What follows belongs to an exercise in optimizing a design on an open flow for a short achievable clock period and few clock cycles; a production flow would make more cautious choices. Only the layout flow was run in this run; the RTL was not checked for function there. Power and IR drop assume default switching activity.

$ cat flow/run.sh
#!/bin/bash
# synth_recipe.tcl (not shown) runs the flow's synth.tcl, then flattens the netlist and writes it again
# the make line also repeats each setting of config.mk as NAME=value (left out here)
make -C /OpenROAD-flow-scripts/flow DESIGN_CONFIG=/design/flow/config.mk WORK_HOME=/design/flow/orfs CLKGATE_MAP_FILE= SYNTH_SCRIPT=/design/flow/synth_recipe.tcl finish
$ cat flow/constraint.sdc
create_clock -name core_clock -period 12.0 [get_ports {clk}]
set_input_delay 2.4000 -clock core_clock [delete_from_list [all_inputs] [get_ports {clk}]]
set_output_delay 2.4000 -clock core_clock [all_outputs]
set_load 0.01 [all_outputs]
$ cat flow/design.v
module re_core (
    input  wire        clk,
    input  wire        rst,
    input  wire        dztrap,
    output wire        imem_req,
    output wire [15:0] imem_addr,
    input  wire        imem_ack,
    input  wire        imem_err,
    input  wire [15:0] imem_rdata,
    output reg         dmem_req,
    output reg         dmem_we,
    output reg  [15:0] dmem_addr,
    output reg  [15:0] dmem_wdata,
    input  wire        dmem_ack,
    input  wire        dmem_err,
    input  wire [15:0] dmem_rdata,
    output reg         sys_req,
    output reg  [3:0]  sys_op,
    output reg  [15:0] sys_a,
    output reg  [15:0] sys_b,
    output reg  [15:0] sys_c,
    input  wire        sys_ack,
    input  wire [15:0] sys_r0,
    input  wire [15:0] sys_r1,
    output reg         exc_valid,
    output reg  [2:0]  exc_code,
    output reg  [15:0] exc_pc,
    output reg  [7:0]  exc_info,
    output reg         faulted
);
    localparam EXC_ILLEGAL = 3'd0;
    localparam EXC_DIVZERO = 3'd2;
    localparam EXC_FETCH   = 3'd3;
    localparam EXC_DOUBLE  = 3'd4;
    localparam EXC_TRAP    = 3'd5;
    localparam [15:0] E_RANGE = 16'h0101;
    localparam FN = 0, FZ = 1, FC = 2, FV = 3, FS = 4, FD = 5, FI = 6;
    integer i;
    reg [15:0] g [0:15];
    reg [6:0]  flags;
    reg        exc;
    reg [15:0] xpc;
    reg [6:0]  xflg;
    reg        dz_q;           
    reg        started;
    reg [15:0] pend;
    reg        f_out;          
    reg [15:0] f_addr;         
    reg        f_kill;         
    reg [15:0] fpc;            
    reg [7:0]  fpc_hi_inc;     
    reg [7:0]  fpc_hi_dec;     
    reg        exp_w2;         
    reg        w2_jmp;         
    reg [2:0]  q_cnt;
    reg [15:0] q_w   [0:3];
    reg [15:0] q_pc  [0:3];
    reg [15:0] q_tg  [0:3];    
    reg [3:0]  q_ci  [0:3];    
    reg [3:0]  q_ei  [0:3];    
    reg        q_tw  [0:3];    
    reg        q_ill [0:3];    
    reg        q_err [0:3];    
    reg        q_cf  [0:3];    
    reg        q_bcc [0:3];
    wire [15:0] rw   = imem_rdata;
    wire [3:0]  r_op = rw[15:12];
    wire [3:0]  r_d  = rw[11:8];
    wire [3:0]  r_s  = rw[7:4];
    wire [3:0]  r_x  = rw[3:0];
    reg r_illw;
    always @(*) begin
        r_illw = 1'b0;
        case (r_op)
            4'h0: r_illw = (r_x >= 4'hD) && r_d[0];
            4'h1: begin
                case (r_x)
                    4'h3: r_illw = r_d[0];
                    4'h4: r_illw = (r_s != 4'h0);
                    4'h5: r_illw = (r_d != 4'h0);
                    4'h6: r_illw = (r_s != 4'h0);
                    4'h7: r_illw = (r_d != 4'h0);
                    4'h8, 4'h9, 4'hB: r_illw = (r_d != 4'h0) || (r_s != 4'h0);
                    4'hA, 4'hC, 4'hD, 4'hE, 4'hF: r_illw = 1'b1;
                    default: r_illw = 1'b0;
                endcase
            end
            4'h5: r_illw = (rw[7:0] != 8'h00);
            4'h8: r_illw = (r_d == 4'hF);
            4'h9: begin
                if (r_d == 4'h0 || r_d == 4'h1)      r_illw = (rw[7:0] != 8'h00);
                else if (r_d == 4'h2 || r_d == 4'h3) r_illw = (r_x != 4'h0);
                else                                 r_illw = 1'b1;
            end
            4'hB: r_illw = (r_x > 4'h1);
            4'hC: r_illw = (r_x > 4'h2) || (r_s > 4'hD);
            4'hD: r_illw = (r_d != 4'h0);
            4'hE, 4'hF: r_illw = 1'b1;
            default: r_illw = 1'b0;
        endcase
    end
    wire r_two  = (rw[7:0] == 8'h00) && (r_op == 4'h5 || (r_op == 4'h9 && r_d[3:1] == 3'b000));
    wire r_ok   = !exp_w2 && !imem_err && !r_illw;
    wire p_tw   = r_ok && r_two;
    wire p_ill  = !exp_w2 && !imem_err && r_illw;
    wire p_err  = imem_err;
    wire p_bcc  = r_ok && (r_op == 4'h8);
    wire p_cf   = r_ok && ((r_op == 4'h8) || (r_op == 4'h9 && r_d[1]) ||
                           (r_op == 4'h1 && r_x == 4'hB));
    wire p_trap = r_ok && (r_op == 4'hD);
    wire p_jmp  = exp_w2 && w2_jmp && !imem_err;
    wire [8:0]  tg_lo = {1'b0, fpc[7:0]} + {1'b0, rw[7:0]};
    wire [7:0]  tg_hi = (tg_lo[8] && !rw[7]) ? fpc_hi_inc :
                        (!tg_lo[8] && rw[7]) ? fpc_hi_dec : fpc[15:8];
    wire [15:0] p_tg  = {tg_hi, tg_lo[7:0]};
    wire [3:0]  p_ci  = (r_op == 4'hC) ? (r_s + 4'd1) : r_x;
    wire [3:0]  p_ei  = r_s + 4'd2;
    wire [15:0] iw = q_w[0];
    wire [3:0]  op = iw[15:12];
    wire [3:0]  fd = iw[11:8];
    wire [3:0]  fs = iw[7:4];
    wire [3:0]  fx = iw[3:0];
    wire [15:0] simm8 = {{8{iw[7]}}, iw[7:0]};
    wire [15:0] w2 = q_w[1];
    wire v0 = (q_cnt != 3'd0);
    wire v1 = (q_cnt[2] || q_cnt[1]);
    wire inst_ok = v0 && (!q_tw[0] || v1);
    wire x_err  = q_err[0] || (q_tw[0] && q_err[1]);
    wire op1    = (op == 4'h1);
    wire c_retx = !x_err && !q_ill[0] && op1 && (fx == 4'hB);
    wire x_ill  = !x_err && (q_ill[0] || (c_retx && !exc));
    wire ok     = !x_err && !q_ill[0];
    wire c_trap = ok && (op == 4'hD);
    wire x_exc  = x_err || x_ill || c_trap;
    wire c_retx_ok = c_retx && exc;
    wire c_op0    = ok && (op == 4'h0);
    wire c_addsub = (c_op0 && (fx <= 4'h3 || fx == 4'h8)) || (ok && op1 && fx <= 4'h1) ||
                    (ok && (op == 4'h2 || op == 4'h3));
    wire c_logic  = (c_op0 && fx >= 4'h4 && fx <= 4'h7) || (ok && op1 && fx == 4'h2);
    wire c_shift  = c_op0 && fx >= 4'h9 && fx <= 4'hC;
    wire c_mul    = (c_op0 && fx == 4'hD) || (ok && op1 && fx == 4'h3);
    wire c_div    = c_op0 && fx >= 4'hE;
    wire c_mff    = ok && op1 && fx == 4'h4;
    wire c_mtf    = ok && op1 && fx == 4'h5;
    wire c_claim  = ok && op1 && fx == 4'h6;
    wire c_sig    = ok && op1 && fx == 4'h7;
    wire c_kick   = ok && op1 && fx == 4'h8;
    wire c_sleep  = ok && op1 && fx == 4'h9;
    wire c_ldi    = ok && op == 4'h4;
    wire c_ldl    = ok && op == 4'h5;
    wire c_ld     = ok && op == 4'h6;
    wire c_st     = ok && op == 4'h7;
    wire c_bcc    = ok && op == 4'h8;
    wire c_call   = ok && op == 4'h9 && fd == 4'h1;
    wire c_jr     = ok && op == 4'h9 && fd[1];       
    wire c_callr  = ok && op == 4'h9 && fd == 4'h3;
    wire c_wait   = ok && op == 4'hA;
    wire c_cmab   = ok && op == 4'hB;
    wire c_ureq   = ok && op == 4'hC;
    wire c_mem    = c_ld || c_st;
    wire c_sys    = c_wait || c_cmab || c_ureq || c_claim || c_sig || c_kick || c_sleep;
    wire [3:0] ci = q_ci[0];
    wire [3:0] ei = q_ei[0];
    wire rd_d = (c_op0 && fx != 4'h7) || c_mul || (ok && (op == 4'h2 || op == 4'h3)) || c_st;
    wire rd_s = c_op0 || (ok && op1 && (fx <= 4'h3 || fx == 4'h5 || fx == 4'h7)) ||
                c_mem || c_jr || c_wait || c_cmab || c_ureq;
    wire rd_c = c_wait || c_ureq;
    wire rd_e = c_ureq;
    wire rd_f = c_bcc || c_mff || c_retx || x_exc;
    wire wr_d  = (c_op0 && fx != 4'h8) || (ok && op1 && (fx <= 4'h4 || fx == 4'h6)) ||
                 (ok && (op == 4'h2 || op == 4'h4 || op == 4'h5 || op == 4'h6)) ||
                 c_wait || c_cmab || c_ureq;
    wire wr_d1 = c_mul || c_div;
    wire wr_15 = c_call || c_callr;
    wire wr_s1 = c_ureq;
    reg        x2_v;
    reg [15:0] x2_wm;           
    reg        x2_wf;           
    wire [15:0] busy = pend | x2_wm;
    wire haz = (rd_d && busy[fd]) || (rd_s && busy[fs]) || (rd_c && busy[ci]) ||
               (rd_e && busy[ei]) || (rd_f && x2_wf) ||
               (wr_d && pend[fd]) || (wr_d1 && pend[{fd[3:1], 1'b1}]) ||
               (wr_15 && pend[15]) || (wr_s1 && pend[ci]);
    reg dq_v, sq_v;
    reg [3:0] dv_st;            
    wire div_busy = (dv_st != 4'd0);
    wire bus_busy = dmem_req || dq_v || sys_req || sq_v;
    wire fire = inst_ok && !faulted && !div_busy && !haz &&
                !(c_mem && dq_v) && !(c_sys && sq_v) &&
                !(x_exc && exc && bus_busy);
    reg cond_true;
    always @(*) begin
        case (fd)
            4'h0: cond_true = flags[FZ];
            4'h1: cond_true = !flags[FZ];
            4'h2: cond_true = flags[FC];
            4'h3: cond_true = !flags[FC];
            4'h4: cond_true = flags[FN];
            4'h5: cond_true = !flags[FN];
            4'h6: cond_true = flags[FV];
            4'h7: cond_true = !flags[FV];
            4'h8: cond_true = !flags[FC] && !flags[FZ];
            4'h9: cond_true = flags[FC] || flags[FZ];
            4'hA: cond_true = (flags[FN] == flags[FV]);
            4'hB: cond_true = (flags[FN] != flags[FV]);
            4'hC: cond_true = !flags[FZ] && (flags[FN] == flags[FV]);
            4'hD: cond_true = flags[FZ] || (flags[FN] != flags[FV]);
            default: cond_true = 1'b1;
        endcase
    end
    wire bcc_go  = q_bcc[0] && v0 && !faulted && !div_busy && !x2_wf;
    wire bcc_tk  = bcc_go && cond_true;
    reg hold;
    always @(*) begin
        hold = 1'b0;
        for (i = 0; i < 4; i = i + 1)
            if (q_cnt > i && q_cf[i]) hold = 1'b1;
    end
    wire dv_decide = (dv_st == 4'd1);
    wire issue = started && !faulted && !f_out && !dv_decide &&
                 (bcc_go || (!q_cnt[2] && !hold));
    wire [15:0] issue_addr = bcc_tk ? q_tg[0] : fpc;
    wire [15:0] ia1 = issue_addr + 16'd1;
    assign imem_req  = f_out || issue;
    assign imem_addr = f_out ? f_addr : issue_addr;
    wire [15:0] ra = g[fd];
    wire [15:0] rb = g[fs];
    wire [15:0] rc = g[ci];
    wire [15:0] re = g[ei];
    wire [15:0] pc0  = q_pc[0];
    wire [15:0] pc0p1 = pc0 + 16'd1;
    wire [15:0] pc0p2 = pc0 + 16'd2;
    wire wait_bad = (rb != 16'hFFFF) && (rb > 16'h017F);
    wire cmab_bad = (rb[15:3] != 13'd0);
    wire ureq_bad = (rb >= 16'h0018);
    wire sig_ok   = (rb >= 16'h0100) && (rb <= 16'h017F);
    wire erange   = (c_wait && wait_bad) || (c_cmab && cmab_bad) || (c_ureq && ureq_bad);
    wire        m_sg = (op == 4'h0);
    wire [16:0] m_a  = {m_sg & ra[15], ra};
    wire [17:0] m_b  = {{2{m_sg & rb[15]}}, rb};
    reg  [31:0] pp [0:9];
    reg  [2:0]  bd;
    reg  [31:0] ax;
    always @(*) begin
        ax = {{15{m_a[16]}}, m_a};
        pp[9] = 32'd0;
        for (i = 0; i < 9; i = i + 1) begin
            bd = (i == 0) ? {m_b[1:0], 1'b0} : m_b[2*i+1 -: 3];
            case (bd)
                3'b001, 3'b010: pp[i] = ax << (2*i);
                3'b011:         pp[i] = ax << (2*i+1);
                3'b100: begin   pp[i] = (~ax) << (2*i+1); pp[9] = pp[9] | (32'd1 << (2*i+1)); end
                3'b101, 3'b110: begin pp[i] = (~ax) << (2*i); pp[9] = pp[9] | (32'd1 << (2*i)); end
                default:        pp[i] = 32'd0;
            endcase
        end
    end
    wire [31:0] l1s0 = pp[0] ^ pp[1] ^ pp[2];
    wire [31:0] l1c0 = ((pp[0] & pp[1]) | (pp[0] & pp[2]) | (pp[1] & pp[2])) << 1;
    wire [31:0] l1s1 = pp[3] ^ pp[4] ^ pp[5];
    wire [31:0] l1c1 = ((pp[3] & pp[4]) | (pp[3] & pp[5]) | (pp[4] & pp[5])) << 1;
    wire [31:0] l1s2 = pp[6] ^ pp[7] ^ pp[8];
    wire [31:0] l1c2 = ((pp[6] & pp[7]) | (pp[6] & pp[8]) | (pp[7] & pp[8])) << 1;
    wire [31:0] l2s0 = l1s0 ^ l1c0 ^ l1s1;
    wire [31:0] l2c0 = ((l1s0 & l1c0) | (l1s0 & l1s1) | (l1c0 & l1s1)) << 1;
    wire [31:0] l2s1 = l1c1 ^ l1s2 ^ l1c2;
    wire [31:0] l2c1 = ((l1c1 & l1s2) | (l1c1 & l1c2) | (l1s2 & l1c2)) << 1;
    wire        m_zero = (ra == 16'h0000) || (rb == 16'h0000);
    localparam K_ADD = 3'd0, K_LOG = 3'd1, K_SH = 3'd2, K_MUL = 3'd3, K_PASS = 3'd4, K_MTF = 3'd5;
    reg [2:0]  x2_k;
    reg [15:0] x2_a, x2_b;
    reg [3:0]  x2_d;
    reg        x2_wd, x2_wd1;
    reg        x2_sub, x2_sat, x2_nowr;
    reg [1:0]  x2_lf;           
    reg [1:0]  x2_sf;           
    reg        x2_sh16, x2_shbig, x2_rorz;
    reg        x2_mz;
    reg [31:0] x2_m0, x2_m1, x2_m2, x2_m3, x2_m4;
    wire [15:0] e_y   = x2_sub ? ~x2_b : x2_b;
    wire [16:0] e_sum = {1'b0, x2_a} + {1'b0, e_y} + {16'd0, x2_sub};
    wire [15:0] e_res = e_sum[15:0];
    wire        e_c   = x2_sub ? !e_sum[16] : e_sum[16];
    wire        e_v   = (x2_a[15] == e_y[15]) && (e_res[15] != x2_a[15]);
    wire [15:0] e_addv = (x2_sat && e_v) ? (x2_a[15] ? 16'h8000 : 16'h7FFF) : e_res;
    reg [15:0] e_log;
    always @(*) begin
        case (x2_lf)
            2'd0: e_log = x2_a & x2_b;
            2'd1: e_log = x2_a | x2_b;
            2'd2: e_log = x2_a ^ x2_b;
            default: e_log = x2_b;
        endcase
    end
    reg [15:0] e_sh;
    reg        e_shc;
    reg [16:0] e_t;
    reg [4:0]  e_k;
    always @(*) begin
        e_k = x2_sh16 ? 5'd16 : {1'b0, x2_b[3:0]};
        e_t = 17'd0;
        case (x2_sf)
            2'd0: begin
                e_t = {1'b0, x2_a} << e_k;
                e_sh = e_t[15:0];  e_shc = e_t[16];
                if (x2_shbig) begin e_sh = 16'h0000; e_shc = 1'b0; end
            end
            2'd1: begin
                e_t = {x2_a, 1'b0} >> e_k;
                e_sh = e_t[16:1];  e_shc = e_t[0];
                if (x2_shbig) begin e_sh = 16'h0000; e_shc = 1'b0; end
            end
            2'd2: begin
                e_t = $signed({x2_a, 1'b0}) >>> e_k;
                e_sh = e_t[16:1];  e_shc = e_t[0];
                if (x2_shbig) begin e_sh = {16{x2_a[15]}}; e_shc = x2_a[15]; end
            end
            default: begin
                e_sh = (x2_a >> x2_b[3:0]) | (x2_a << (5'd16 - {1'b0, x2_b[3:0]}));
                e_shc = e_sh[15];
            end
        endcase
    end
    wire [31:0] l3s = x2_m0 ^ x2_m1 ^ x2_m2;
    wire [31:0] l3c = ((x2_m0 & x2_m1) | (x2_m0 & x2_m2) | (x2_m1 & x2_m2)) << 1;
    wire [31:0] l4s = l3s ^ l3c ^ x2_m3;
    wire [31:0] l4c = ((l3s & l3c) | (l3s & x2_m3) | (l3c & x2_m3)) << 1;
    wire [31:0] l5s = l4s ^ l4c ^ x2_m4;
    wire [31:0] l5c = ((l4s & l4c) | (l4s & x2_m4) | (l4c & x2_m4)) << 1;
    wire [31:0] e_prod = l5s + l5c;
    reg [15:0] e_val;
    always @(*) begin
        case (x2_k)
            K_ADD:   e_val = e_addv;
            K_LOG:   e_val = e_log;
            K_SH:    e_val = e_sh;
            K_MUL:   e_val = e_prod[15:0];
            default: e_val = x2_b;
        endcase
    end
    reg [15:0] dv_a, dv_am, dv_bm;
    reg        dv_sg, dv_bz, dv_qn, dv_rn, dv_ovf;
    reg [3:0]  dv_d;
    reg [15:0] dv_pc1;
    reg [15:0] dv_rem, dv_q;
    reg [2:0]  dv_n;
    reg [19:0] dv_m [1:15];
    wire        m_sg_div = (fx == 4'hE);
    wire [15:0] d_am = (m_sg_div && ra[15]) ? (16'h0000 - ra) : ra;
    wire [15:0] d_bm = (m_sg_div && rb[15]) ? (16'h0000 - rb) : rb;
    wire [2:0] d_nn = (dv_am[15:12] != 4'd0) ? 3'd4 : (dv_am[11:8] != 4'd0) ? 3'd3 :
                      (dv_am[7:4] != 4'd0) ? 3'd2 : (dv_am[3:0] != 4'd0) ? 3'd1 : 3'd0;
    wire [19:0] d_t = {dv_rem, dv_am[15:12]};
    reg  [20:0] d_diff [1:15];
    reg  [3:0]  d_dig;
    reg  [15:0] d_nrem;
    always @(*) begin
        d_dig = 4'd0;
        d_nrem = d_t[15:0];
        for (i = 1; i < 16; i = i + 1) begin
            d_diff[i] = {1'b0, d_t} - {1'b0, dv_m[i]};
            if (!d_diff[i][20]) begin
                d_dig = i;
                d_nrem = d_diff[i][15:0];
            end
        end
    end
    wire [15:0] d_qf = dv_qn ? (16'h0000 - dv_q) : dv_q;
    wire [15:0] d_rf = dv_rn ? (16'h0000 - dv_rem) : dv_rem;
    wire [6:0]  d0_flags = {flags[FI], 1'b1, flags[FS], 1'b0, 1'b0, 1'b0, dv_sg ? dv_a[15] : 1'b1};
    wire [19:0] bm20 = {4'd0, dv_bm};
    reg        dq_we;
    reg [15:0] dq_addr, dq_wdata;
    reg [3:0]  dq_rd;
    reg [3:0]  dm_rd;           
    reg [3:0]  sq_op;
    reg [15:0] sq_a, sq_b, sq_c;
    reg [3:0]  sq_d, sq_d2;
    reg        sq_hd, sq_gen;
    reg [3:0]  sy_d, sy_d2;
    reg        sy_hd, sy_gen;
    wire [15:0] n_daddr = rb + {12'd0, fx};
    reg  [3:0]  n_sop;
    reg         n_spush, n_shd;
    always @(*) begin
        n_spush = 1'b0;
        n_shd = 1'b0;
        n_sop = 4'd0;
        if (c_wait)  begin n_spush = !wait_bad; n_shd = 1'b1; n_sop = 4'd0; end
        if (c_cmab)  begin n_spush = !cmab_bad; n_shd = 1'b1; n_sop = fx[0] ? 4'd2 : 4'd1; end
        if (c_ureq)  begin n_spush = !ureq_bad; n_shd = 1'b1; n_sop = 4'd3 + fx; end
        if (c_sig)   begin n_spush = sig_ok;    n_sop = 4'd6; end
        if (c_claim) begin n_spush = 1'b1; n_shd = 1'b1; n_sop = 4'd7; end
        if (c_sleep) begin n_spush = 1'b1; n_sop = 4'd8; end
        if (c_kick)  begin n_spush = 1'b1; n_sop = 4'd9; end
    end
    wire [15:0] n_sb = c_ureq ? {8'h00, rc[7:0]} : rc;
    wire d_free = !dmem_req || dmem_ack;
    wire s_free = !sys_req || sys_ack;
    wire push_m = fire && c_mem;
    wire push_s = fire && c_sys && n_spush;
    wire [1:0] n_cons = !fire ? 2'd0 : (q_tw[0] ? 2'd2 : 2'd1);
    wire [2:0] q_rem  = q_cnt - {1'b0, n_cons};
    wire       arrive = f_out && imem_ack && !f_kill;
    wire dv_trap = dv_decide && dv_bz && dz_q;
    always @(posedge clk) begin
        if (rst) begin
            started  <= 1'b0;
            dz_q     <= dztrap;
            flags    <= 7'h00;
            exc      <= 1'b0;
            xpc      <= 16'h0000;
            xflg     <= 7'h00;
            for (i = 0; i < 16; i = i + 1)
                g[i] <= 16'h0000;
            pend     <= 16'h0000;
            f_out    <= 1'b0;
            f_addr   <= 16'h0000;
            f_kill   <= 1'b0;
            fpc      <= 16'h0000;
            fpc_hi_inc <= 8'h01;
            fpc_hi_dec <= 8'hFF;
            exp_w2   <= 1'b0;
            w2_jmp   <= 1'b0;
            q_cnt    <= 3'd0;
            x2_v     <= 1'b0;
            x2_wm    <= 16'h0000;
            x2_wf    <= 1'b0;
            x2_wd    <= 1'b0;
            x2_wd1   <= 1'b0;
            x2_k     <= K_PASS;
            dv_st    <= 4'd0;
            dq_v     <= 1'b0;
            sq_v     <= 1'b0;
            dmem_req <= 1'b0;
            dmem_we  <= 1'b0;
            dmem_addr <= 16'h0000;
            dmem_wdata <= 16'h0000;
            sys_req  <= 1'b0;
            sys_op   <= 4'h0;
            sys_a    <= 16'h0000;
            sys_b    <= 16'h0000;
            sys_c    <= 16'h0000;
            exc_valid <= 1'b0;
            exc_code <= 3'd0;
            exc_pc   <= 16'h0000;
            exc_info <= 8'h00;
            faulted  <= 1'b0;
        end else begin
            started   <= 1'b1;
            dz_q      <= dztrap;
            exc_valid <= 1'b0;
            if (issue) begin
                f_out  <= 1'b1;
                f_addr <= issue_addr;
                fpc    <= ia1;
                fpc_hi_inc <= ia1[15:8] + 8'd1;
                fpc_hi_dec <= ia1[15:8] - 8'd1;
            end
            if (f_out && imem_ack) begin
                f_out  <= 1'b0;
                f_kill <= 1'b0;
                if (!f_kill) begin
                    exp_w2 <= p_tw;
                    w2_jmp <= p_tw && (r_op == 4'h9);
                    if (p_err || p_ill) fpc <= 16'h0006;
                    else if (p_trap)    fpc <= 16'h0004;
                    else if (p_jmp)     fpc <= rw;
                end
            end
            for (i = 0; i < 4; i = i + 1) begin
                if (i + n_cons < 4 && i + n_cons < q_cnt) begin
                    q_w[i]   <= q_w[i + n_cons];
                    q_pc[i]  <= q_pc[i + n_cons];
                    q_tg[i]  <= q_tg[i + n_cons];
                    q_ci[i]  <= q_ci[i + n_cons];
                    q_ei[i]  <= q_ei[i + n_cons];
                    q_tw[i]  <= q_tw[i + n_cons];
                    q_ill[i] <= q_ill[i + n_cons];
                    q_err[i] <= q_err[i + n_cons];
                    q_cf[i]  <= q_cf[i + n_cons];
                    q_bcc[i] <= q_bcc[i + n_cons];
                end else if (i == q_rem) begin
                    q_w[i]   <= rw;
                    q_pc[i]  <= f_addr;
                    q_tg[i]  <= p_tg;
                    q_ci[i]  <= p_ci;
                    q_ei[i]  <= p_ei;
                    q_tw[i]  <= p_tw;
                    q_ill[i] <= p_ill;
                    q_err[i] <= p_err;
                    q_cf[i]  <= p_cf;
                    q_bcc[i] <= p_bcc;
                end
            end
            q_cnt <= q_rem + {2'd0, arrive};
            if (dmem_req && dmem_ack && !dmem_we) begin
                if (!dmem_err) g[dm_rd] <= dmem_rdata;
            end
            if (sys_req && sys_ack) begin
                if (sy_hd) g[sy_d] <= sys_r0;
                if (sy_gen && sys_r0 == 16'h0000) g[sy_d2] <= {8'h00, sys_r1[7:0]};
            end
            if (x2_v) begin
                if (x2_wd)  g[x2_d] <= e_val;
                if (x2_wd1) g[{x2_d[3:1], 1'b1}] <= e_prod[31:16];
                case (x2_k)
                    K_ADD: begin
                        flags[FN] <= e_addv[15];
                        flags[FZ] <= (e_addv == 16'h0000);
                        flags[FC] <= e_c;
                        flags[FV] <= e_v;
                        if (x2_sat && e_v) flags[FS] <= 1'b1;
                    end
                    K_LOG: begin
                        flags[FN] <= e_log[15];
                        flags[FZ] <= (e_log == 16'h0000);
                    end
                    K_SH: begin
                        flags[FN] <= e_sh[15];
                        flags[FZ] <= (e_sh == 16'h0000);
                        flags[FV] <= 1'b0;
                        if (!x2_rorz) flags[FC] <= e_shc;
                    end
                    K_MUL: begin
                        flags[FN] <= e_prod[31];
                        flags[FZ] <= x2_mz;
                        flags[FC] <= 1'b0;
                        flags[FV] <= 1'b0;
                    end
                    K_MTF: flags <= x2_b[6:0];
                    default: ;
                endcase
            end
            x2_v  <= 1'b0;
            x2_wm <= 16'h0000;
            x2_wf <= 1'b0;
            if (fire) begin
                if (x_exc) begin
                    exc_valid <= 1'b1;
                    exc_pc    <= c_trap ? pc0p1 : pc0;
                    if (exc) begin
                        exc_code <= EXC_DOUBLE;
                        exc_info <= 8'h00;
                        faulted  <= 1'b1;
                    end else begin
                        exc_code <= x_err ? EXC_FETCH : (x_ill ? EXC_ILLEGAL : EXC_TRAP);
                        exc_info <= (c_trap && !x_ill && !x_err) ? iw[7:0] : 8'h00;
                        xpc      <= c_trap ? pc0p1 : pc0;
                        xflg     <= flags;
                        exc      <= 1'b1;
                        flags[FI] <= 1'b0;
                    end
                end
                if (c_retx)
                    fpc <= exc ? xpc : 16'h0006;
                if (c_bcc && bcc_tk && !issue)
                    fpc <= q_tg[0];
                if (c_retx_ok) begin
                    flags[FN] <= xflg[FN];
                    flags[FZ] <= xflg[FZ];
                    flags[FC] <= xflg[FC];
                    flags[FV] <= xflg[FV];
                    flags[FI] <= xflg[FI];
                    flags[FS] <= xflg[FS] | flags[FS];
                    flags[FD] <= xflg[FD] | flags[FD];
                    exc       <= 1'b0;
                end
                if (c_jr)
                    fpc <= rb;
                x2_a   <= ra;
                x2_b   <= rb;
                x2_d   <= fd;
                x2_wd  <= 1'b0;
                x2_wd1 <= 1'b0;
                x2_sub <= 1'b0;
                x2_sat <= 1'b0;
                x2_k   <= K_PASS;
                x2_lf  <= fx[1:0];
                x2_sf  <= fx[1:0] - 2'd1;
                x2_sh16  <= (rb == 16'd16);
                x2_shbig <= (rb > 16'd16);
                x2_rorz  <= (fx == 4'hC) ? (rb[3:0] == 4'd0) : (rb == 16'h0000);
                x2_mz  <= m_zero;
                x2_m0  <= l2s0;
                x2_m1  <= l2c0;
                x2_m2  <= l2s1;
                x2_m3  <= l2c1;
                x2_m4  <= pp[9];
                if (c_addsub) begin
                    x2_v  <= 1'b1;
                    x2_k  <= K_ADD;
                    x2_wf <= 1'b1;
                    if (op == 4'h0) begin
                        x2_sub <= fx[0] || (fx == 4'h8);
                        x2_sat <= (fx == 4'h2 || fx == 4'h3);
                        x2_wd  <= (fx != 4'h8);
                        x2_wm  <= (fx != 4'h8) ? (16'd1 << fd) : 16'd0;
                    end else if (op == 4'h1) begin
                        x2_a   <= 16'h0000;
                        x2_sub <= 1'b1;
                        x2_sat <= fx[0];
                        x2_wd  <= 1'b1;
                        x2_wm  <= 16'd1 << fd;
                    end else begin
                        x2_b   <= simm8;
                        x2_sub <= (op == 4'h3);
                        x2_wd  <= (op == 4'h2);
                        x2_wm  <= (op == 4'h2) ? (16'd1 << fd) : 16'd0;
                    end
                end
                if (c_logic) begin
                    x2_v  <= 1'b1;
                    x2_k  <= K_LOG;
                    x2_wf <= 1'b1;
                    x2_wd <= 1'b1;
                    x2_wm <= 16'd1 << fd;
                    if (op1) begin
                        x2_b  <= ~rb;
                        x2_lf <= 2'd3;
                    end
                end
                if (c_shift) begin
                    x2_v  <= 1'b1;
                    x2_k  <= K_SH;
                    x2_wf <= 1'b1;
                    x2_wd <= 1'b1;
                    x2_wm <= 16'd1 << fd;
                end
                if (c_mul) begin
                    x2_v   <= 1'b1;
                    x2_k   <= K_MUL;
                    x2_wf  <= 1'b1;
                    x2_wd  <= 1'b1;
                    x2_wd1 <= 1'b1;
                    x2_wm  <= 16'd3 << {fd[3:1], 1'b0};
                end
                if (c_mff) begin
                    x2_v  <= 1'b1;
                    x2_b  <= {9'd0, flags};
                    x2_wd <= 1'b1;
                    x2_wm <= 16'd1 << fd;
                end
                if (c_mtf) begin
                    x2_v  <= 1'b1;
                    x2_k  <= K_MTF;
                    x2_wf <= 1'b1;
                end
                if (c_ldi) begin
                    x2_v  <= 1'b1;
                    x2_b  <= simm8;
                    x2_wd <= 1'b1;
                    x2_wm <= 16'd1 << fd;
                end
                if (c_ldl) begin
                    x2_v  <= 1'b1;
                    x2_b  <= w2;
                    x2_wd <= 1'b1;
                    x2_wm <= 16'd1 << fd;
                end
                if (c_call || c_callr) begin
                    x2_v  <= 1'b1;
                    x2_b  <= c_call ? pc0p2 : pc0p1;
                    x2_d  <= 4'd15;
                    x2_wd <= 1'b1;
                    x2_wm <= 16'h8000;
                end
                if (erange) begin
                    x2_v  <= 1'b1;
                    x2_b  <= E_RANGE;
                    x2_wd <= 1'b1;
                    x2_wm <= 16'd1 << fd;
                end
            end
            if (dq_v) begin
                if (d_free) begin
                    dmem_we    <= dq_we;
                    dmem_addr  <= dq_addr;
                    dmem_wdata <= dq_wdata;
                    dm_rd      <= dq_rd;
                    dq_v       <= 1'b0;
                end
            end else if (push_m) begin
                if (d_free) begin
                    dmem_req   <= 1'b1;
                    dmem_we    <= c_st;
                    dmem_addr  <= n_daddr;
                    dmem_wdata <= ra;
                    dm_rd      <= fd;
                end else begin
                    dq_v     <= 1'b1;
                    dq_we    <= c_st;
                    dq_addr  <= n_daddr;
                    dq_wdata <= ra;
                    dq_rd    <= fd;
                end
            end else if (dmem_ack) begin
                dmem_req <= 1'b0;
            end
            if (sq_v) begin
                if (s_free) begin
                    sys_op <= sq_op;
                    sys_a  <= sq_a;
                    sys_b  <= sq_b;
                    sys_c  <= sq_c;
                    sy_d   <= sq_d;
                    sy_d2  <= sq_d2;
                    sy_hd  <= sq_hd;
                    sy_gen <= sq_gen;
                    sq_v   <= 1'b0;
                end
            end else if (push_s) begin
                if (s_free) begin
                    sys_req <= 1'b1;
                    sys_op  <= n_sop;
                    sys_a   <= rb;
                    sys_b   <= n_sb;
                    sys_c   <= re;
                    sy_d    <= fd;
                    sy_d2   <= ci;
                    sy_hd   <= n_shd;
                    sy_gen  <= c_ureq;
                end else begin
                    sq_v   <= 1'b1;
                    sq_op  <= n_sop;
                    sq_a   <= rb;
                    sq_b   <= n_sb;
                    sq_c   <= re;
                    sq_d   <= fd;
                    sq_d2  <= ci;
                    sq_hd  <= n_shd;
                    sq_gen <= c_ureq;
                end
            end else if (sys_ack) begin
                sys_req <= 1'b0;
            end
            begin : pend_upd
                reg [15:0] p;
                p = pend;
                if (dmem_req && dmem_ack && !dmem_we) p[dm_rd] = 1'b0;
                if (sys_req && sys_ack) begin
                    if (sy_hd)  p[sy_d]  = 1'b0;
                    if (sy_gen) p[sy_d2] = 1'b0;
                end
                if (push_m && c_ld) p[fd] = 1'b1;
                if (push_s && n_shd) p[fd] = 1'b1;
                if (push_s && c_ureq) p[ci] = 1'b1;
                pend <= p;
            end
            if (fire && c_div) begin
                dv_st  <= 4'd1;
                dv_a   <= ra;
                dv_am  <= d_am;
                dv_bm  <= d_bm;
                dv_sg  <= m_sg_div;
                dv_bz  <= (rb == 16'h0000);
                dv_qn  <= m_sg_div && (ra[15] ^ rb[15]);
                dv_rn  <= m_sg_div && ra[15];
                dv_ovf <= m_sg_div && (ra == 16'h8000) && (rb == 16'hFFFF);
                dv_d   <= fd;
                dv_pc1 <= pc0p1;
            end
            case (dv_st)
                4'd1: begin
                    if (dv_bz) begin
                        if (!(dz_q && exc && bus_busy)) begin
                            g[dv_d] <= dv_sg ? (dv_a[15] ? 16'h8000 : 16'h7FFF) : 16'hFFFF;
                            g[{dv_d[3:1], 1'b1}] <= dv_a;
                            flags <= d0_flags;
                            dv_st <= 4'd0;
                            if (dz_q) begin
                                exc_valid <= 1'b1;
                                exc_pc    <= dv_pc1;
                                exc_info  <= 8'h00;
                                if (exc) begin
                                    exc_code <= EXC_DOUBLE;
                                    faulted  <= 1'b1;
                                end else begin
                                    exc_code <= EXC_DIVZERO;
                                    xpc      <= dv_pc1;
                                    xflg     <= d0_flags;
                                    exc      <= 1'b1;
                                    flags    <= {1'b0, d0_flags[5:0]};
                                    fpc      <= 16'h0004;
                                end
                                q_cnt  <= 3'd0;
                                exp_w2 <= 1'b0;
                                if (f_out && !imem_ack) f_kill <= 1'b1;
                            end
                        end
                    end else begin
                        dv_m[1]  <= bm20;
                        dv_m[2]  <= bm20 << 1;
                        dv_m[3]  <= bm20 + (bm20 << 1);
                        dv_m[4]  <= bm20 << 2;
                        dv_m[5]  <= bm20 + (bm20 << 2);
                        dv_m[6]  <= (bm20 + (bm20 << 1)) << 1;
                        dv_m[7]  <= (bm20 << 3) - bm20;
                        dv_m[8]  <= bm20 << 3;
                        dv_m[9]  <= (bm20 << 3) + bm20;
                        dv_m[10] <= (bm20 + (bm20 << 2)) << 1;
                        dv_m[11] <= (bm20 << 3) + (bm20 << 1) + bm20;
                        dv_m[12] <= (bm20 + (bm20 << 1)) << 2;
                        dv_m[13] <= (bm20 << 3) + (bm20 << 2) + bm20;
                        dv_m[14] <= ((bm20 << 3) - bm20) << 1;
                        dv_m[15] <= (bm20 << 4) - bm20;
                        dv_rem <= 16'h0000;
                        dv_q   <= 16'h0000;
                        dv_n   <= d_nn;
                        case (d_nn)
                            3'd3: dv_am <= dv_am << 4;
                            3'd2: dv_am <= dv_am << 8;
                            3'd1: dv_am <= dv_am << 12;
                            default: ;
                        endcase
                        dv_st <= (d_nn == 3'd0) ? 4'd3 : 4'd2;
                    end
                end
                4'd2: begin
                    dv_rem <= d_nrem;
                    dv_q   <= {dv_q[11:0], d_dig};
                    dv_am  <= dv_am << 4;
                    dv_n   <= dv_n - 3'd1;
                    if (dv_n == 3'd1) dv_st <= 4'd3;
                end
                4'd3: begin
                    g[dv_d] <= d_qf;
                    g[{dv_d[3:1], 1'b1}] <= d_rf;
                    flags[FN] <= d_qf[15];
                    flags[FZ] <= (d_qf == 16'h0000);
                    flags[FC] <= 1'b0;
                    flags[FV] <= dv_ovf;
                    dv_st <= 4'd0;
                end
                default: ;
            endcase
        end
    end
endmodule
$ cat flow/config.mk
export PLATFORM = sky130hd
export DESIGN_NAME = re_core
export DESIGN_NICKNAME = re_core
export VERILOG_FILES = /design/flow/design.v
export SDC_FILE = /design/flow/constraint.sdc
export NUM_CORES = 4
export LEC_CHECK = 0
export CAP_MARGIN = 20
export CORE_MARGIN = 2
export CORE_UTILIZATION = 40
export PLACE_DENSITY = 0.6
export SLEW_MARGIN = 20
==> run notes <==
final cells by class:
type                            instances  share of cell area
Antenna cell                           17            0.000350
Clock buffer                          226              0.0390
Clock inverter                         83             0.00735
Inverter                              523              0.0162
Multi-Input combinational cell       9281               0.565
Sequential cell                      1279               0.294
Tap cell                             3570              0.0367
Timing Repair Buffer                  605              0.0415
flip-flops by register name, summed over array words and instances (netlist names), 17 cells and up, named ones only:
signal	cells
x2_m3	19
x2_m0	28
x2_m2	23
x2_m4	17
dv_m	136
q_pc	64
q_tg	64
q_w	64
g	256
x2_m1	25
metrics by stage:
step / instance area, um^2 / instances / total power, W / hold slack, ps / utilization
final: 122000 / 15584 / 0.0451 / 451 / 0.449
after global routing: 122000 / 15571 / 0.0473 / 476 / 0.448
after CTS: 122000 / 15566 / 0.0444 / 453 / 0.448
after detailed placement: 116000 / 15257 / 0.0390 / 445 / 0.427
after global placement: 116000 / 15252 / 0.0379 / 442 / 0.427
after floorplan: 109000 / 12015 / 0.0260 / 432 / -
how the worst min path moves through the flow:
stage | start | to | slack (ps)
global placement | fpc_hi_inc[1]$_SDFFE_PP0P_ | fpc_hi_inc[1]$_SDFFE_PP0P_ | 440
global route | dmem_addr[10]$_SDFFE_PP0P_ | dmem_addr[10]$_SDFFE_PP0P_ | 480
finish | fpc_hi_inc[1]$_SDFFE_PP0P_ | fpc_hi_inc[1]$_SDFFE_PP0P_ | 450
floorplan | xflg[2]$_SDFF_PP0_ | flags[2]$_SDFF_PP0_ | 430
CTS | fpc_hi_inc[1]$_SDFFE_PP0P_ | fpc_hi_inc[1]$_SDFFE_PP0P_ | 450
detailed placement | fpc_hi_inc[1]$_SDFFE_PP0P_ | fpc_hi_inc[1]$_SDFFE_PP0P_ | 440
report_power, final:
part | internal, W | switching (W) | total (W)
combinational | 0.0103 | 0.0210 | 0.0313
sequential | 0.00708 | 0.00137 | 0.00845
clock | 0.00311 | 0.00223 | 0.00534
per-layer routing:
layer / share of wire / global-route usage / vias to the layer above
met2: 0.44 / 0.601 / 6540
met5: 0.00041 / 0 / -
met3: 0.10 / 0.0943 / 1384
li1: - / - / 44789
met4: 0.072 / 0.238 / 34
met1: 0.39 / 0.505 / 52128
tightest hold or removal path: cells and delay by family (launching register included):
| kind | cells | cell delay [ps] |
|---|---|---|
| simple gates | 1 | 50 |
| flops | 1 | 300 |
| compound gates | 1 | 50 |
logic make-up (layout without fill, tap and decap cells):
group | count (synthesis) | after routing
buf+inv | 1455 | 1437
fa+ha+maj | 743 | 743
mux | 695 | 695
other cells | 1 | 18
flops | 1279 | 1279
compound gates | 3822 | 3822
simple gates | 3436 | 3436
xor+xnor | 584 | 584
synthesized netlist by cell type (all sizes together), types with 184 or more instances:
library cell / instances / area share
nor2: 1187 / 0.041
a21oi: 1186 / 0.054
nand2: 1097 / 0.038
edfxtp: 1015 / 0.28
o21ai: 789 / 0.036
clkbuf: 775 / 0.027
ha: 558 / 0.064
inv: 513 / 0.018
mux4: 410 / 0.084
xnor2: 378 / 0.030
a211oi: 300 / 0.021
nor3: 282 / 0.013
dfxtp: 264 / 0.048
a22oi: 252 / 0.017
mux2i: 222 / 0.020
xor2: 206 / 0.017
fa: 184 / 0.034
==> impl_metrics.toml <==
[global_routing]
grt_max_degree = 102
first_global_vias = 99297
grt_first_pass_wirelength_um = 781000
antenna_found_initial = 59
grt-ovfl-total = 0
gr-usage-all-layers = 0.394

[yosys]
synth_warnings = 14
synth-compound-area-share = 0.225
yosys.area_share.simple = 0.141
synthFlopType = "edfxtp_1"
synth_edf_count = 1015
synthAdderAreaFrac = 0.0976
synth_nets = 12829
synth_xor_xnor_area_share = 0.0468
synth_cell_types = 99
synth.avg_cell_area_um2 = 9.10
synthArstFlopShare = 0
syn_inst = 12015
synth.area.mux_share = 0.111
synth_area_um2 = 109000
ys_ff_latch = 1279
synth_top_family_by_area = "compound AO/OA/AOI/OAI gates"
ys_seq_area_frac = 0.327

[setup_path]
cpLargestDelayFamily = "buffers and inverters"
crit_top_cell = "buf_4"
rr_endpoint = "q_w[0][4]$_DFFE_PN_"
reg2reg_depth = 18
crit_start = "q_w[0][0]$_DFFE_PN_"
crit_end = "q_w[0][4]$_DFFE_PN_"
cp_num_buf_inv = 7
r2r_start = "q_w[0][0]$_DFFE_PN_"
required_ps = 12500
r2r_slack_ps = 4100
path_cells = "inv_1 -> ha_1 -> nand2_1 -> nand4_1 -> a2111oi_2 -> buf_4 -> nand2_4 -> nor2_4 -> inv_1 -> ha_1 -> nor2_1 -> a211oi_1 -> a21oi_4 -> buf_4 -> a31oi_2 -> buf_4 -> inv_2 -> buf_4"
critPathKind = "register to register"
path_max_fanout = 49
cp_slowest_cell = "edfxtp_1"
cp.arrival_ps = 8400
cp.depth = 18
critPathCaptureType = "register"
start_kind = "register"
critPathMaxStageDelay_ps = 920

[clock_tree]
post_cts.resized_instances = 0
clk_latency_ps = 910
clk_pin_slew_ps = 70
clockBufferDepth = 4
cts_made_buffers = 169
cts_setup_buffers = 0
htreeDepth = 4
root_buffer = "clkbuf_16"
cts_sinks = 1279
holdBufCountCts = 0
tritoncts = "built"

[floorplanning]
die_h_um = 527
rows = 191
die-area_um2 = 278000
start_util = 0.403
io_pins = 205
core_area_um2 = 271000
die_w_um = 527

[timing]
maxClockFrequency_mhz = 127
finClkSkew_ps = 89.3
fin_tns_setup_ps = 0
setup_slack_ps = 4100
worst_slew_pin_slew_ps = 1260
post-route-min-period_ps = 7900
post-route-period-util = 0.658
relSlewSlack = 0.153
setup-violations-final = 0
rsz0062_at_grt = "false"
drv_slew = 0
hold_viol_final = 0

[layout]
multi_input_area_um2 = 68700
final_common_cell = "a21oi_1"
layout.nets = 12673
ff_latch_area_um2 = 35800
drive_gt1_frac = 0.114
fillCellCount = 25978
area_delta_synth_final_pct = 11.3
layout_common_cells = "a21oi_1, nor2_1, nand2_1"

[detailed_routing]
drt_pass1_iterations = 9
routed_wl_um = 564000
drt_iter0_markers = 14924
wl_per_cell_um = 36.2
post-route-drc-count = 0
ant_nets = 0
num_vias = 104875
avgViaCountPerCell = 6.73

[power_and_ir_drop]
ir_drop_v = 0.000829
p_leak_nw = 44.5
power.density_nw_per_um2 = 371

[job]
drv_cap = 0

[placed_design]
pre_cts_slack_ps = 4120
io_buffer_count = 196
dp_hpwl_um = 416000
place.gp.congestion = 1.03

[status]
status = "complete, no violations"

[worst_hold_path]
hold_class = "register to register"
worstHoldPathCells = 2

## port drivers added, routing unchanged
The results above use ideal ports. As a check the final layout listed here was re-extracted and re-timed, cells and wires unchanged.
Step 1: set_driving_cell puts a clkbuf_16 on clk and a buf_2 on each other input, an assumption about the parent block.
Step 2, shift: input delay + t, output delay - t, t = (earliest + latest rising clock arrival at the registers) / 2. This alone moves slack from input paths to output paths.
Slacks: no drivers / after step 1 / after step 2; pairs: no drivers / after step 1.
shift t [ns]: 0.966
setup WS [ns]: 4.099 / 4.099 / 4.099
worst hold slack (ns): 0.451 / 0.451 / 0.451
pins driven straight from the clock port: 1
After both steps setup and hold are still met in this run. For this run, drivers alone change the setup slack by 0.000 ns; drivers and shift together by 0.000 ns.
